Background: an optimization exercise with open tools, aiming at small area, a short achievable clock period and few clock cycles. Do not read the settings as production practice. The RTL was checked by simulation tests, not by an equivalence proof against the original design.

==> flow/design.v, too long to show whole: its modules and the start of the top module <==
// module resampler: 3949 lines
module resampler (
    input  wire        clk,
    input  wire        rst,         
    input  wire        cmd_valid,
    input  wire        cmd_op,      
    input  wire [23:0] cmd_x,       
    input  wire [31:0] cmd_t,       
    output wire        cmd_ready,
    output reg         out_valid,
    output reg  [23:0] out_y,       
    output reg         out_sat,
    output reg         out_err
);
  // ...
==> flow/run.sh <==
#!/bin/bash
# synth_recipe.tcl (not shown) runs the flow's synth.tcl, then flattens the netlist and writes it again
# the make line also repeats each setting of config.mk as NAME=value (left out here)
make -C /OpenROAD-flow-scripts/flow DESIGN_CONFIG=/design/flow/config.mk WORK_HOME=/design/flow/orfs CLKGATE_MAP_FILE= SYNTH_SCRIPT=/design/flow/synth_recipe.tcl finish
==> flow/config.mk <==
export PLATFORM = sky130hd
export DESIGN_NAME = resampler
export DESIGN_NICKNAME = resampler
export VERILOG_FILES = /design/flow/design.v
export SDC_FILE = /design/flow/constraint.sdc
export NUM_CORES = 4
export LEC_CHECK = 0
export CAP_MARGIN = 40
export CORE_MARGIN = 2
export CORE_UTILIZATION = 50
export PLACE_DENSITY = 0.65
export SLEW_MARGIN = 40
export SYNTH_MEMORY_MAX_BITS = 32768
==> flow/constraint.sdc <==
create_clock -name core_clock -period 24.0 [get_ports {clk}]
set_input_delay 4.8000 -clock core_clock [delete_from_list [all_inputs] [get_ports {clk}]]
set_output_delay 4.8000 -clock core_clock [all_outputs]
set_load 0.01 [all_outputs]
==> run summary, run 1 <==
- Count leader, synth: inv_1
- CP arrival: approximately 2.0 ns
- Area of the multi-input gates: around 110000 um2
- Data required, critical path: around 19 ns
- Sequential fraction of the synthesis area: 34.0%
- Syn Nets: between 20000 and 25000
- Sink Count: roughly 2500
- Synth top area share: between 20% and 30%
- Leading area contributor after synthesis: edfxtp_1
- Final design utilization: a little over half
- Vias per cell: 6.69
- Peak Freq: 148 MHz
- Metal-1 WL: approximately 300 mm
- Status: no timing/DRC/antenna violations
- Cell variety after synth: around 110
- Max cap viols: 0
- Drt first pass iters: 13
- Max FFs per register: between 500 and 600
- Initial Util: 50.1%
- Clock root buffer: clkbuf_16
- WP buf/inv: 1
- Most flop-heavy register: ht
- Setup Viol. Count Final: 0
- CTS tree: yes
- Compound-cell area share of the yosys netlist: a little over 20%
- Met3 global-route usage: between 10% and 20%
- Crit-path cells: clkdlybuf4s50_1
- Synth Flop Type: edfxtp_1
- Initial DRC Count: 22438
- Tmin final: about 6.8 ns
- CP Launch Point: rdy$_SDFF_PP1_
Testbench counts, summed over its fixed seeds: cycles 5,154.
==> inputs of run 2 (changes only) <==
--- a/flow/design.v
+++ b/flow/design.v
@@ -6,17 +6,17 @@
     input  wire [23:0] cmd_x,       
     input  wire [31:0] cmd_t,       
     output wire        cmd_ready,
     output reg         out_valid,
     output reg  [23:0] out_y,       
     output reg         out_sat,
     output reg         out_err
 );
-    integer p, q, j;
+    integer p, j, qa, qb, qc, qd, qe, qf;
     reg        rdy;
     reg        c_v;
     reg        c_op;
     reg [23:0] c_x;
     reg [31:0] c_t;
     reg        cl;         
     assign cmd_ready = rdy;
     wire take   = cmd_valid && rdy && !rst;
@@ -40,50 +40,51 @@
         else if (c_push)
             vld <= {1'b1, vld[15:1]};
     end
     reg [15:0] match;
     reg        found;
     reg [3:0]  ps;
     reg        s_ok3;
     always @(*) begin
-        for (q = 0; q < 16; q = q + 1)
-            match[q] = vld[q] && (ht[q] <= c_t);
+        match[2:0] = 3'b000;
+        for (qa = 3; qa < 16; qa = qa + 1)
+            match[qa] = vld[qa] && (ht[qa] <= c_t);
         found = 1'b0;
         ps    = 4'd0;
-        for (q = 0; q < 16; q = q + 1)
-            if (match[q]) begin
+        for (qa = 0; qa < 16; qa = qa + 1)
+            if (match[qa]) begin
                 found = 1'b1;
-                ps    = q[3:0];
+                ps    = qa[3:0];
             end
         s_ok3 = 1'b0;
-        for (q = 3; q <= 11; q = q + 1)
-            if (ps == q[3:0])
-                s_ok3 = vld[q - 3];
+        for (qa = 3; qa <= 11; qa = qa + 1)
+            if (ps == qa[3:0])
+                s_ok3 = vld[qa - 3];
     end
     wire s_err = !(found && s_ok3);
     reg        s1_v, s1_err;
     reg [3:0]  s1_pos;      
     reg [11:3] s1_sel;      
     reg [31:0] s1_u;
     always @(posedge clk) begin
         s1_err <= s_err;
         s1_pos <= ps + SP;
-        for (q = 3; q <= 11; q = q + 1)
-            s1_sel[q] <= (ps == q[3:0]);
+        for (qb = 3; qb <= 11; qb = qb + 1)
+            s1_sel[qb] <= (ps == qb[3:0]);
         s1_u   <= c_t;
         s1_v   <= !rst && c_comp;
     end
     reg [31:0] tlo, thi;
     always @(*) begin
         tlo = 32'd0;
         thi = 32'd0;
-        for (q = 3; q <= 11; q = q + 1) begin
-            tlo = tlo | ({32{s1_sel[q]}} & ht[q]);
-            thi = thi | ({32{s1_sel[q]}} & ht[q + 1]);
+        for (qc = 3; qc <= 11; qc = qc + 1) begin
+            tlo = tlo | ({32{s1_sel[qc]}} & ht[qc]);
+            thi = thi | ({32{s1_sel[qc]}} & ht[qc + 1]);
         end
     end
     wire [31:0] s2_num = s1_u - tlo;
     wire [31:0] s2_den = thi - tlo;
     reg  [7:0]     dv, dph, derr;
     reg  [8*4-1:0]  dpos;
     reg  [8*32-1:0] drem, dden;
     reg  [8*16-1:0] dq;
@@ -153,24 +154,24 @@
             mq_v <= d7_out || (mq_v && !mq_ph);
     end
     wire [3:0] s1_pos_n = ps + SP;
     wire       s1_live_n = c_comp && !s_err;
     reg        dlive;
     reg [3:0]  dpn;
     always @(*) begin
         dlive = 1'b0;
-        for (q = 0; q < 8; q = q + 1) begin
-            if (q == 0 ? s1_v : dout[q - 1]) begin
-                dpn = (q == 0) ? s1_pos : dpos[(q - 1)*4 +: 4];
-                if (((q == 0) ? !s1_err : !derr[q - 1]) && dpn - {3'd0, push_dec} <= 4'd4)
+        for (qd = 0; qd < 8; qd = qd + 1) begin
+            if (qd == 0 ? s1_v : dout[qd - 1]) begin
+                dpn = (qd == 0) ? s1_pos : dpos[(qd - 1)*4 +: 4];
+                if (((qd == 0) ? !s1_err : !derr[qd - 1]) && dpn - {3'd0, push_dec} <= 4'd4)
                     dlive = 1'b1;
             end else begin
-                dpn = dpos[q*4 +: 4];
-                if (dv[q] && !dph[q] && !derr[q] && dpn - {3'd0, push_dec} <= 4'd4)
+                dpn = dpos[qd*4 +: 4];
+                if (dv[qd] && !dph[qd] && !derr[qd] && dpn - {3'd0, push_dec} <= 4'd4)
                     dlive = 1'b1;
             end
         end
     end
     wire [3:0] mq_pos_n = d7_out ? (dpos[7*4 +: 4] - {3'd0, push_dec}) : (mq_pos - {3'd0, push_dec});
     wire       mq_live_n = d7_out ? !derr[7] : (mq_v && !mq_err && !mq_ph);
     wire [3:0] r_pos_n  = mq_pos - {3'd0, push_dec};
     wire       r_live_n = mq_v && !mq_err;
@@ -194,20 +195,20 @@
         end
     end
     reg        r_v, r_ph, r_err;
     reg [3:0]  r_pos;
     wire [9:0]  mq_w  = mq_ph ? (10'd512 - {1'b0, mq_mu[8:0]}) : {1'b0, mq_mu[8:0]};
     wire [12:0] mq_we = {2'b00, mq_w, 1'b0};
     reg  [5:0]  r_bn, r_bo, r_bt;
     always @(posedge clk) begin
-        for (q = 0; q < 6; q = q + 1) begin
-            r_bn[q] <= mq_we[2*q + 2] & ~(mq_we[2*q + 1] & mq_we[2*q]);
-            r_bo[q] <= mq_we[2*q + 1] ^ mq_we[2*q];
-            r_bt[q] <= (mq_we[2*q + 2] & ~mq_we[2*q + 1] & ~mq_we[2*q]) | (~mq_we[2*q + 2] & mq_we[2*q + 1] & mq_we[2*q]);
+        for (qe = 0; qe < 6; qe = qe + 1) begin
+            r_bn[qe] <= mq_we[2*qe + 2] & ~(mq_we[2*qe + 1] & mq_we[2*qe]);
+            r_bo[qe] <= mq_we[2*qe + 1] ^ mq_we[2*qe];
+            r_bt[qe] <= (mq_we[2*qe + 2] & ~mq_we[2*qe + 1] & ~mq_we[2*qe]) | (~mq_we[2*qe + 2] & mq_we[2*qe + 1] & mq_we[2*qe]);
         end
     end
     always @(posedge clk) begin
         r_ph  <= mq_ph;
         r_err <= mq_err;
         r_pos <= mq_pos - {3'd0, push_dec};
         r_v   <= !rst && mq_v;
     end
@@ -1614,38 +1615,38 @@
         end
     end
     reg [23:0] i_x0r;
     reg [23:0] i_x1r;
     reg [23:0] i_x2r;
     reg [23:0] i_x3r;
     reg i_v, i_ph, i_err;
     always @(posedge clk) begin
-        for (q = 0; q < 8; q = q + 1) begin
-            i2_bn0[q] <= i2_m0[2*q + 2] & ~(i2_m0[2*q + 1] & i2_m0[2*q]);
-            i2_bo0[q] <= i2_m0[2*q + 1] ^ i2_m0[2*q];
-            i2_bt0[q] <= (i2_m0[2*q + 2] & ~i2_m0[2*q + 1] & ~i2_m0[2*q]) | (~i2_m0[2*q + 2] & i2_m0[2*q + 1] & i2_m0[2*q]);
+        for (qf = 0; qf < 8; qf = qf + 1) begin
+            i2_bn0[qf] <= i2_m0[2*qf + 2] & ~(i2_m0[2*qf + 1] & i2_m0[2*qf]);
+            i2_bo0[qf] <= i2_m0[2*qf + 1] ^ i2_m0[2*qf];
+            i2_bt0[qf] <= (i2_m0[2*qf + 2] & ~i2_m0[2*qf + 1] & ~i2_m0[2*qf]) | (~i2_m0[2*qf + 2] & i2_m0[2*qf + 1] & i2_m0[2*qf]);
         end
         i_x0r <= i_xv0;
-        for (q = 0; q < 9; q = q + 1) begin
-            i2_bn1[q] <= i2_m1[2*q + 2] & ~(i2_m1[2*q + 1] & i2_m1[2*q]);
-            i2_bo1[q] <= i2_m1[2*q + 1] ^ i2_m1[2*q];
-            i2_bt1[q] <= (i2_m1[2*q + 2] & ~i2_m1[2*q + 1] & ~i2_m1[2*q]) | (~i2_m1[2*q + 2] & i2_m1[2*q + 1] & i2_m1[2*q]);
+        for (qf = 0; qf < 9; qf = qf + 1) begin
+            i2_bn1[qf] <= i2_m1[2*qf + 2] & ~(i2_m1[2*qf + 1] & i2_m1[2*qf]);
+            i2_bo1[qf] <= i2_m1[2*qf + 1] ^ i2_m1[2*qf];
+            i2_bt1[qf] <= (i2_m1[2*qf + 2] & ~i2_m1[2*qf + 1] & ~i2_m1[2*qf]) | (~i2_m1[2*qf + 2] & i2_m1[2*qf + 1] & i2_m1[2*qf]);
         end
         i_x1r <= i_xv1;
-        for (q = 0; q < 11; q = q + 1) begin
-            i2_bn2[q] <= i2_m2[2*q + 2] & ~(i2_m2[2*q + 1] & i2_m2[2*q]);
-            i2_bo2[q] <= i2_m2[2*q + 1] ^ i2_m2[2*q];
-            i2_bt2[q] <= (i2_m2[2*q + 2] & ~i2_m2[2*q + 1] & ~i2_m2[2*q]) | (~i2_m2[2*q + 2] & i2_m2[2*q + 1] & i2_m2[2*q]);
+        for (qf = 0; qf < 11; qf = qf + 1) begin
+            i2_bn2[qf] <= i2_m2[2*qf + 2] & ~(i2_m2[2*qf + 1] & i2_m2[2*qf]);
+            i2_bo2[qf] <= i2_m2[2*qf + 1] ^ i2_m2[2*qf];
+            i2_bt2[qf] <= (i2_m2[2*qf + 2] & ~i2_m2[2*qf + 1] & ~i2_m2[2*qf]) | (~i2_m2[2*qf + 2] & i2_m2[2*qf + 1] & i2_m2[2*qf]);
         end
         i_x2r <= i_xv2;
-        for (q = 0; q < 12; q = q + 1) begin
-            i2_bn3[q] <= i2_m3[2*q + 2] & ~(i2_m3[2*q + 1] & i2_m3[2*q]);
-            i2_bo3[q] <= i2_m3[2*q + 1] ^ i2_m3[2*q];
-            i2_bt3[q] <= (i2_m3[2*q + 2] & ~i2_m3[2*q + 1] & ~i2_m3[2*q]) | (~i2_m3[2*q + 2] & i2_m3[2*q + 1] & i2_m3[2*q]);
+        for (qf = 0; qf < 12; qf = qf + 1) begin
+            i2_bn3[qf] <= i2_m3[2*qf + 2] & ~(i2_m3[2*qf + 1] & i2_m3[2*qf]);
+            i2_bo3[qf] <= i2_m3[2*qf + 1] ^ i2_m3[2*qf];
+            i2_bt3[qf] <= (i2_m3[2*qf + 2] & ~i2_m3[2*qf + 1] & ~i2_m3[2*qf]) | (~i2_m3[2*qf + 2] & i2_m3[2*qf + 1] & i2_m3[2*qf]);
         end
         i_x3r <= i_xv3;
         i_ph  <= i1_ph;
         i_err <= i1_err;
         i_v   <= !rst && i1_v;
     end
     wire [24:0] bx0_a = {i_x0r[23], i_x0r};
     wire bx0_n0 = i2_bn0[0];
==> flow/flow/run.sh (new file) <==
#!/bin/bash
# The standard layout (the standard.sh: standard synthesis, then ORFS to
# finish), with one change: the buffers that global placement puts on every
# input and output port are sky130_fd_sc_hd__buf_4 instead of the cell
# buffer_ports picks by itself (a slow clkdlybuf4s50_1).
set -euo pipefail
export BUFFER_PORTS_ARGS="-buffer_cell sky130_fd_sc_hd__buf_4"
bash standard.sh synth > synth.log 2>&1
bash standard.sh > layout.log 2>&1
==> flow/standard.sh (new file) <==
#!/bin/bash
# synth_recipe.tcl (not shown) runs the flow's synth.tcl, then flattens the netlist and writes it again
# the make line also repeats each setting of config.mk as NAME=value (left out here)
make -C /OpenROAD-flow-scripts/flow DESIGN_CONFIG=/design/flow/config.mk WORK_HOME=/design/flow/orfs CLKGATE_MAP_FILE= SYNTH_SCRIPT=/design/flow/synth_recipe.tcl "${@:-finish}"
removed: flow/run.sh
==> run 2 against run 1 <==
Against the previous run:
- non-clock buffer count grew 4
- critical endpoint unchanged
- highest routed layer unchanged
- clock-buffer cell count shrank 33
- maximum frequency grew 5.5%
- global-route usage grew 0.87 points
- register-to-register slack gained 0.09 ns
- utilization grew 0.17 points
- via count shrank 1.4%
==> run summary, run 2 <==
- Status: no timing/DRC/antenna violations (unchanged)
- Startpoint class of the critical path: register (unchanged)
- Sequential fraction of the synthesis area: 33.3% (was 34.0%)
- Routability Congestion: 1.07 (about the same)
- Crit-path cells: buf_4 (was clkdlybuf4s50_1)
- CTS tree: yes (unchanged)
- Number of global-route vias before repair: 154103 (was 158430)
- Post_cts resized: 0 (unchanged)
- Tmin final: 6.41 ns (was 6.76 ns)
- WP buf/inv: 1 (unchanged)
- Clock transition at path regs: 0.06 ns (about the same)
- Max_slew headroom: 28.0% (was 29.5%)
- Largest net degree at the start of global routing: 169 (was 163)
- Final ANT Viol Nets: 0 (unchanged)
- Non-filler instance count after layout: 23657 (was 24147)
- CTS Buffer Depth: 4 (unchanged)
- Initial DRC Count: 22356 (was 22438)
- Peak Freq: 156 MHz (was 148 MHz)
- H-tree lvl count: 5 (unchanged)
- Die width: 612 um (was 619 um)
- Max cap viols: 0 (unchanged)
- Compound-cell area share of the yosys netlist: 20.1% (was 20.3%)
- Core Area: 368000 um2 (was 378000 um2)
- Combinational family with the most area after synthesis: adder cells (unchanged)
- Die H: 612 um (was 619 um)
- Max FFs per register: 480 (was 512)
- First-pass GRT wire length: 1140 mm (was 1150 mm)
- Synth top area cells: edfxtp_1, fa_1, dfxtp_1 (unchanged)
- Final hold violations: 0 (unchanged)
- Final WL: 806 mm (about the same)
- Leading area contributor after synthesis: edfxtp_1 (unchanged)
- Setup Viol. Count Final: 0 (unchanged)
- Avg WL per Cell: 34.1 um (was 33.4 um)
- Site Rows: 223 (was 226)
- Min-delay src: c_t[24]$_DFFE_PN_ (was r_ph$_DFF_P_)
- Total CTS buffers: 286 (was 293)
- Clock root buffer: clkbuf_16 (unchanged)
- Initial antenna violation count: 88 (was 61)
- CTS Hold Bufs: 0 (unchanged)
- Layout Skew: 0.143 ns (was 0.0831 ns)
- Unrepaired setup endpoints after global routing: no (unchanged)
- Cell variety after synth: 108 (was 107)
- Design Area, Final: 202000 um2 (was 207000 um2)
- Largest regs: hx: 480 flops, ht: 416 flops (was ht: 512 flops, hx: 480 flops)
- Most flop-heavy register: hx (was ht)
- Synth Flop Type: edfxtp_1 (unchanged)
- HPWL Detailed: 582 mm (was 578 mm)
- Slew of the pin with the lowest slew margin: 1.08 ns (was 1.05 ns)
- Initial Util: 50.1% (about the same)
- Setup Fix Bufs, Post-CTS: 0 (unchanged)
- Global router's overall resource usage: 42.2% (was 41.3%)
- Commonest cells after routing, fill and taps aside: inv_1, a22oi_1, edfxtp_1 (unchanged)
- Mux cell area share after synthesis: 2.38% (was 1.82%)
- Io pins: 88 (unchanged)
- Synth Area in Adders: 21.3% (was 21.4%)
- Commonest cells post-synth: inv_1, a22oi_1, edfxtp_1 (unchanged)
- Vias per cell: 6.73 (was 6.69)
- Slowest-stage cell, CP: dfxtp_1 (was clkdlybuf4s50_1)
- Synth Area in XOR/XNOR: 8.09% (was 7.84%)
- Flops & latches, synth: 2428 (was 2524)
- FFs w/ async S/R, synth: 0% (unchanged)
- Data required, critical path: 19.20 ns (about the same)
- Sink Count: 2428 (was 2524)
- Nets: 20954 (was 21385)
- Final Cycle Share: 26.7% (was 28.2%)
- Syn Nets: 21269 (was 21737)
- Largest delay share family, worst path: flip-flops (was buffers and inverters)
- Post-DP Area: 192000 um2 (was 197000 um2)
- Post-Synth Simple-Gate Area: 8.85% (was 8.71%)
- Crit. End Element: output port (unchanged)
- Drt first pass iters: 13 (unchanged)
- DRC: 0 (unchanged)
- Crit-path max FO: 4 (unchanged)
- FILL cells: 32744 (was 33428)
- Final slew viol count: 0 (unchanged)
- P&R area growth vs syn: 9.55% (was 9.32%)
- Reg2reg start: s1_sel[4]$_DFF_P_ (was i_x3r[14]$_DFF_P_)
- Clk latency of the worst-skew pair: 1.01 ns (was 0.97 ns)
- Crit-path max cell delay: 0.52 ns (was 0.57 ns)
- Syn Inst Count: 18817 (was 19189)
- Syn_area_per_cell: 9.81 um2 (was 9.87 um2)
- Reg2Reg Setup Slack: 18.16 ns (was 18.07 ns)
- DIE AREA: 374000 um2 (was 384000 um2)
- Commonest non-fill, non-tap cell in the layout: inv_1 (unchanged)
- Final design utilization: 54.9% (was 54.8%)
- CP Class: reg2out (unchanged)
- Buffers on Ports: 87 (unchanged)
- CP arrival: 1.61 ns (was 1.96 ns)
- Hold Path Class: reg2reg (unchanged)
- Placed Cells: 23045 (was 23550)
- Count leader, synth: inv_1 (unchanged)
- Vias: 159255 (was 161521)
- Synth top area share: 20.9% (was 21.9%)
- Post-Syn Area: 185000 um2 (was 189000 um2)
- CP Launch Point: rdy$_SDFF_PP1_ (unchanged)
- WHS: 0.314 ns (was 0.326 ns)
- Fin Setup TNS: 0 ns (unchanged)
- Layout cells sized above 1: 8.25% (was 7.35%)
- Synth Warn #: 3 (unchanged)
- Post-synth EDFFs: 1283 (was 1379)
- Aggregate global routing overflow: 0 (unchanged)
run 2: changes by cell type after synthesis, moves of 61 or more:
cell      previous run  this run
mux2i_1            309       405
o22ai_1            238       177
a21o_1             269       196
ha_1              1238      1142
edfxtp_1          1379      1283
a21oi_1           1092      1003
o21ai_0            834       897
run 2: layout make-up:
type / instances / area, um2 / area share, %
inverters: 1670 / 6290 / 3.11
multi-input cells: 13462 / 113000 / 56.0
repair buffers: 654 / 5170 / 2.56
flip-flops and latches: 2428 / 61600 / 30.4
clock buffers: 379 / 7990 / 3.95
diodes: 79 / 198 / 0.0977
well taps: 4837 / 6050 / 2.99
clock inverters: 148 / 1720 / 0.850
run 2: stage by stage:
step,worst slack (ns)
3_3_place_gp,17.80
5_1_grt,17.51
2_1_floorplan,8.94
4_1_cts,17.54
6_report,17.59
3_5_place_dp,17.72
run 2: logic make-up (layout without fill, tap and decap cells):
family / Yosys count / count (layout)
AOI/OAI and AO/OA: 5433 / 5433
xor gates and xnor gates: 1703 / 1703
adders and majority gates: 2392 / 2392
buffers and inverters: 2927 / 2851
DFF: 2428 / 2428
muxes: 433 / 433
other: 0 / 79
and+or+nand+nor: 3501 / 3501
run 2: path summary, 6_finish.rpt:
path | cells past startpoint | to
worst min-delay path | 0 | s1_u[24]$_DFF_P_
worst max register to register | 19 | dden[30]$_DFFE_PP_
worst min register to register | 0 | s1_u[24]$_DFF_P_
worst max-delay path | 1 | cmd_ready
run 2: layer usage:
layer  part of all wire, %  GRT usage (%)  vias to the layer above  routed length [um]
met5                 0.079          0.245                        -                 633
met2                    42           61.4                    10974              337000
met1                    38           53.4                    77998              304000
li1                      -              -                    67320                   -
met4                   8.3           28.9                       62               66800
met3                    12           13.4                     2901               98200
Testbench counts of run 2, summed over its fixed seeds: cycles 5,154.

port drivers added, routing unchanged:
How much do the figures lean on ideal ports? The routed layouts below were timed once more, with nothing changed but the port constraints.
Step 1: set_driving_cell puts a clkbuf_16 on clk and a buf_2 on each other input, an assumption about the parent block.
Step 2 also shifts input and output timing later by t, the mid clock arrival at the registers, as if the neighbouring blocks saw the same clock.
a / b / c = ideal / step 1 / step 2; a / b = the first two.
| run | t, ns | setup WS [ns] | worst hold slack (ns) | latest minus earliest clock arrival (ns) | cell pins on the clock port's net |
|---|---|---|---|---|---|
| run 1 | 1.034 | 17.242 / 17.134 / 17.863 | 0.326 / 0.326 / 0.326 | 0.085 / 0.085 | 1 |
| run 2 | 1.068 | 17.592 / 17.466 / 17.585 | 0.314 / 0.314 / 0.314 | 0.148 / 0.148 | 1 |
After both steps every run listed still meets setup and hold. The setup slack of run 2, which loses most, moves by -0.126 ns with the drivers and by -0.007 ns with both steps.
